Context: an optimization exercise on an open-source flow, tuned for small area, a short achievable clock period and few clock cycles per item. The choices shown serve that exercise and are no tape-out recipe. Function was checked by simulation only, so behaviour that the tests miss may differ from the original.

// sha256_lane
module sha256_lane (
    input  wire         clk,
    input  wire         rst,
    input  wire         in_valid,
    output wire         in_ready,
    input  wire [31:0]  in_data,
    input  wire         in_last,
    input  wire [2:0]   in_nbytes,
    output wire         out_valid,
    output wire [255:0] out_digest
);
Settings: LEC_CHECK=0, ABC_AREA=1, CAP_MARGIN=30, CORE_MARGIN=2, CORE_UTILIZATION=45, PLACE_DENSITY=0.65, SETUP_SLACK_MARGIN=5, SLEW_MARGIN=40; clock period 10.0 ns.
standard.sh (not shown) runs the stock make flow with config.mk's settings and CLKGATE_MAP_FILE= SYNTH_SCRIPT=/design/flow/synth_recipe.tcl, a recipe that flattens the netlist after the stock synthesis.
==> flow/flow/run.sh <==
#!/bin/bash
# Standard ORFS layout with three changes to how it is built:
#  - synthesis maps adders with ABC like the rest of the logic instead of
#    extracting full and half adder cells (ADDER_MAP_FILE empty); the
#    registers are the standard synthesis's;
#  - ports are buffered with the smallest buffer (buf_1) rather than the one
#    buffer_ports picks by default;
#  - clock tree synthesis inserts no dummy load cells and builds the tree
#    from clkbuf_8 cells, each leaf buffer driving up to 14 flip-flops.
set -euo pipefail
export ADDER_MAP_FILE=
export BUFFER_PORTS_ARGS="-buffer_cell sky130_fd_sc_hd__buf_1"
export CTS_ARGS="-sink_clustering_enable -repair_clock_nets -dont_use_dummy_load -buf_list {sky130_fd_sc_hd__clkbuf_8} -sink_clustering_size 14 -sink_clustering_max_diameter 80"
bash standard.sh > standard.log 2>&1
Testbench counts at the start, summed over its fixed seeds: cycles 1,485,080, bytes 1,481,700.
Change:
--- a/flow/flow/run.sh
+++ b/flow/flow/run.sh
@@ -2 +2 @@
-# Standard ORFS layout with three changes to how it is built:
+# Standard ORFS layout with four changes to how it is built:
@@ -9 +9,3 @@
-#    from clkbuf_8 cells, each leaf buffer driving up to 14 flip-flops.
+#    from clkbuf_8 cells, each leaf buffer driving up to 14 flip-flops;
+#  - timing repair aims for 6.2 ns of setup slack (the clock and its
+#    constraints are unchanged; this only makes repair work harder).
@@ -13,0 +16 @@
+export SETUP_SLACK_MARGIN=6.2
Settings changed: SETUP_SLACK_MARGIN 5 to not set.
The new run finished with timing, DRC and antenna clean. Die area is unchanged. First-iteration DRC count drops by 2.2%. Setup slack is better by 1.0 ns. Critical path depth decreases by 25. Clock-buffer cell count stays the same. Routed wire length increases by 2.0%. Hold slack is worse by 0.0030 ns. Global-route usage is higher by 0.26 points.
Change:
--- a/flow/flow/run.sh
+++ b/flow/flow/run.sh
@@ -10 +10 @@
-#  - timing repair aims for 6.2 ns of setup slack (the clock and its
+#  - timing repair aims for 6.5 ns of setup slack (the clock and its
@@ -16 +16 @@
-export SETUP_SLACK_MARGIN=6.2
+export SETUP_SLACK_MARGIN=6.5
The new run finished clean.
First-iteration DRC count grows by a few percent.
Maximum frequency grows by a few percent.
Final area goes up by a few percent.
Non-clock buffer count came out higher by 115.

v24:
sha256_lane, a different RTL version from the one above (not shown whole).
Size: about 5900 cells after synthesis, ~1200 flip-flops, ~300 I/O pins, ~53000 µm² of cells after synthesis.
Settings: LEC_CHECK=0, ABC_AREA=1, CAP_MARGIN=30, CORE_MARGIN=2, CORE_UTILIZATION=45, PLACE_DENSITY=0.65, SETUP_SLACK_MARGIN=5, SLEW_MARGIN=40; clock period 10.0 ns.
==> flow/flow/run.sh <==
#!/bin/bash
# Standard ORFS layout with two changes to how it is built:
#  - ports are buffered with the smallest buffer (buf_1) rather than the one
#    buffer_ports picks by default;
#  - clock tree synthesis inserts no dummy load cells and builds the tree
#    from clkbuf_8 cells, each leaf buffer driving up to 12 flip-flops.
set -euo pipefail
export BUFFER_PORTS_ARGS="-buffer_cell sky130_fd_sc_hd__buf_1"
export CTS_ARGS="-sink_clustering_enable -repair_clock_nets -dont_use_dummy_load -buf_list {sky130_fd_sc_hd__clkbuf_8} -sink_clustering_size 12 -sink_clustering_max_diameter 80"
bash standard.sh > standard.log 2>&1
Testbench counts of v24, summed over its fixed seeds: cycles 1,485,080, bytes 1,481,700.
Input-level comparison between v59 and v24:
==> flow/flow/run.sh <==
#!/bin/bash
# Standard ORFS layout with two changes to how it is built:
#  - ports are buffered with the smallest buffer (buf_1) rather than the one
#    buffer_ports picks by default;
#  - clock tree synthesis inserts no dummy load cells and builds the tree
#    from clkbuf_8 cells, each leaf buffer driving up to 14 flip-flops.
set -euo pipefail
export BUFFER_PORTS_ARGS="-buffer_cell sky130_fd_sc_hd__buf_1"
export CTS_ARGS="-sink_clustering_enable -repair_clock_nets -dont_use_dummy_load -buf_list {sky130_fd_sc_hd__clkbuf_8} -sink_clustering_size 14 -sink_clustering_max_diameter 80"
bash standard.sh > standard.log 2>&1
diff --git a/flow/config.mk b/flow/config.mk
--- a/flow/config.mk
+++ b/flow/config.mk
@@ -9,6 +9,6 @@
 export CAP_MARGIN = 30
 export CORE_MARGIN = 2
-export CORE_UTILIZATION = 45
-export PLACE_DENSITY = 0.65
+export CORE_UTILIZATION = 30
+export PLACE_DENSITY = 0.55
 export SETUP_SLACK_MARGIN = 5
 export SLEW_MARGIN = 40
Results
- Per the comparison of v59 with v24, post-placement setup slack shows an increase of 0.72 ns, clock-pin transition on the worst setup and hold timing paths shows a reduction of 0.02 ns, sequential share of cell area shows a reduction of 0.67 points, setup slack shows a reduction of 0.017 ns.
- The buffering overhead on v59 is in line with that on v24.
- Floorplan check, v59 vs v24: die outline larger in v59
- Density: v59 sparser than v24
- In the metrics for v24 and v59, the one carrying the lower y dimension of the die is v24.
- The flow did not stop early for v59: all stages ran, and the layout cleared the timing, design-rule and antenna checks.
### v59 -> v4
==> flow/flow/run.sh <==
#!/bin/bash
# Standard ORFS layout with two changes to how it is built:
#  - ports are buffered with the smallest buffer (buf_1) rather than the one
#    buffer_ports picks by default;
#  - clock tree synthesis inserts no dummy load cells and builds the tree
#    from clkbuf_4 and clkbuf_8 cells.
set -euo pipefail
export BUFFER_PORTS_ARGS="-buffer_cell sky130_fd_sc_hd__buf_1"
export CTS_ARGS="-sink_clustering_enable -repair_clock_nets -dont_use_dummy_load -buf_list {sky130_fd_sc_hd__clkbuf_4 sky130_fd_sc_hd__clkbuf_8}"
bash standard.sh > standard.log 2>&1
diff --git a/flow/config.mk b/flow/config.mk
--- a/flow/config.mk
+++ b/flow/config.mk
@@ -9,6 +9,6 @@
 export CAP_MARGIN = 30
 export CORE_MARGIN = 2
-export CORE_UTILIZATION = 30
-export PLACE_DENSITY = 0.55
+export CORE_UTILIZATION = 45
+export PLACE_DENSITY = 0.65
 export SETUP_SLACK_MARGIN = 5
 export SLEW_MARGIN = 40
[summary]
Summary: smallest setup slack after layout, v4 better than v59
Compared to v59, v4 has critical path depth 5 lower.
The H-tree depth reported by CTS of v4 exceeds that of v59 by 1.
Sort v4 and v59 by first-pass GRT wire length asc -> top: v4
Summary: with v59 as the reference, chip height in v4 moved down by more than 10%.
v4: signal arrival time at the worst endpoint is 0.06 ns lower than what v59 reported.
Layout clock buffer count in v4 is about 80% higher than in v59
In summary, v4 completed successfully, with a layout that passed the timing, design-rule and antenna checks.
For v47, these inputs were changed with respect to v4:
==> flow/flow/run.sh <==
#!/bin/bash
# Standard ORFS layout with three changes to how it is built:
#  - synthesis maps adders with ABC like the rest of the logic instead of
#    extracting full and half adder cells (ADDER_MAP_FILE empty); the
#    registers are the standard synthesis's;
#  - ports are buffered with the smallest buffer (buf_1) rather than the one
#    buffer_ports picks by default;
#  - clock tree synthesis inserts no dummy load cells and builds the tree
#    from clkbuf_8 cells, each leaf buffer driving up to 14 flip-flops.
set -euo pipefail
export ADDER_MAP_FILE=
export BUFFER_PORTS_ARGS="-buffer_cell sky130_fd_sc_hd__buf_1"
export CTS_ARGS="-sink_clustering_enable -repair_clock_nets -dont_use_dummy_load -buf_list {sky130_fd_sc_hd__clkbuf_8} -sink_clustering_size 14 -sink_clustering_max_diameter 80"
bash standard.sh > standard.log 2>&1
--- outcome ---
Final area, v4 and v47, lower one = v4.
Looking at total routing resource utilization after global routing, v47 sits 0.94 points higher than v4 does.
The main combinational cell family by area after synthesis comes out adder cells in one run and simple AND/OR/NAND/NOR gates in the other, namely in v4 and v47 respectively.
Inputs modified between v47 and v44:
==> flow/flow/run.sh <==
#!/bin/bash
# Standard ORFS layout with two changes to how it is built:
#  - ports are buffered with the smallest buffer (buf_1) rather than the one
#    buffer_ports picks by default;
#  - clock tree synthesis inserts no dummy load cells and builds the tree
#    from clkbuf_8 cells, each leaf buffer driving up to 14 flip-flops.
set -euo pipefail
export BUFFER_PORTS_ARGS="-buffer_cell sky130_fd_sc_hd__buf_1"
export CTS_ARGS="-sink_clustering_enable -repair_clock_nets -dont_use_dummy_load -buf_list {sky130_fd_sc_hd__clkbuf_8} -sink_clustering_size 14 -sink_clustering_max_diameter 80"
bash standard.sh > standard.log 2>&1
- Diff v47 and v44: final standard cell area without fillers lower in v44
- On final clock skew, v47 loses to v44.
- Wire length for v44: 30000 µm down relative to v47
- Measured against each other, v47 and v44 differ in synthesized cell count, the lower figure coming from v44.
- Measured against v47, the floorplan die area of v44 comes out at 0.917 times the reference value.
- Compared with v47, v44 shows a lower transition time at the pin with the least slew margin.
- Relative to v47, count of cell instances traversed by the critical path has gone up in v44.
- When the final numbers for v47 and v44 were put side by side, the area overhead of the layout relative to synthesis turned out to be greater in v44.
- v44 vs. v47: share of synthesized area spent on multiplexers went up; post-cts repair resize count shows an increase of 76.
diff inputs: v44 => v13
==> flow/flow/run.sh <==
#!/bin/bash
# Standard ORFS layout with two changes to how it is built:
#  - ports are buffered with the smallest buffer (buf_1) rather than the one
#    buffer_ports picks by default;
#  - clock tree synthesis inserts no dummy load cells and builds the tree
#    from clkbuf_4 and clkbuf_8 cells.
set -euo pipefail
export BUFFER_PORTS_ARGS="-buffer_cell sky130_fd_sc_hd__buf_1"
export CTS_ARGS="-sink_clustering_enable -repair_clock_nets -dont_use_dummy_load -buf_list {sky130_fd_sc_hd__clkbuf_4 sky130_fd_sc_hd__clkbuf_8}"
bash standard.sh > standard.log 2>&1
diff --git a/flow/config.mk b/flow/config.mk
--- a/flow/config.mk
+++ b/flow/config.mk
@@ -9,6 +9,6 @@
 export CAP_MARGIN = 30
 export CORE_MARGIN = 2
-export CORE_UTILIZATION = 45
-export PLACE_DENSITY = 0.65
+export CORE_UTILIZATION = 30
+export PLACE_DENSITY = 0.55
 export SETUP_SLACK_MARGIN = 5
 export SLEW_MARGIN = 40
==> comparison <==
- Relative to v44, the final layout net count of v13 is higher by about 1.4%.
- v13 has total routed wire length on the met1 layer above what v44 had.
- v13 reports its end of the critical path as a[20]$_SDFF_PP0_ while v44 reports e[21]$_DFF_P_.
- Status: fmax parity (v44, v13)
- In the tables for v44 and v13, final instance area reads higher with v13.
- Looking at critical path depth, v13 sits 1 higher than v44 does.
- On via count, v44 and v13 are neck and neck.
- Re wire length: v44 and v13 aren't equal, and the lower value belongs to v44.

-- what the ideal ports hide --
No port has a modelled driver above. Below, the same layouts with a new extraction and two added sets of constraints.
Step 1: set_driving_cell puts a clkbuf_16 on clk and a buf_2 on each other input, an assumption about the parent block.
Step 2, shift: input delay + t, output delay - t, t = (earliest + latest rising clock arrival at the registers) / 2. This alone moves slack from input paths to output paths.
Slacks: ideal / step 1 / step 2; pairs: ideal / step 1.
| run | t, ns | setup slack, ns | worst setup path after step 2 | latest minus earliest clock arrival (ns) | worst data-port slew with drivers (ns) |
|---|---|---|---|---|---|
| the first run of note 1 | 0.907 | 5.234 / 5.234 / 5.234 | register to register | 0.121 / 0.121 | 0.10 |
| the second run of note 1 | 0.906 | 6.271 / 6.197 / 5.630 | input to register | 0.120 / 0.119 | 0.11 |
| the third run of note 1 | 0.914 | 6.379 / 6.379 / 5.692 | input to register | 0.116 / 0.116 | 0.11 |
| v24 | 0.881 | 5.062 / 5.062 / 4.347 | input to register | 0.138 / 0.138 | 0.08 |
| v59 | 0.927 | 5.045 / 5.045 / 4.347 | input to register | 0.153 / 0.153 | 0.10 |
| v4 | 0.957 | 5.077 / 5.077 / 4.244 | input to register | 0.077 / 0.077 | 0.07 |
| v47 | 0.899 | 5.164 / 5.084 / 4.455 | input to register | 0.099 / 0.099 | 0.06 |
| v44 | 0.823 | 5.036 / 5.036 / 4.355 | input to register | 0.082 / 0.081 | 0.07 |
| v13 | 0.975 | 5.044 / 5.044 / 4.339 | input to register | 0.144 / 0.144 | 0.10 |
After both steps setup and hold are still met in every run listed. For v4, which loses most, drivers alone change the setup slack by 0.000 ns; drivers and shift together by -0.833 ns.
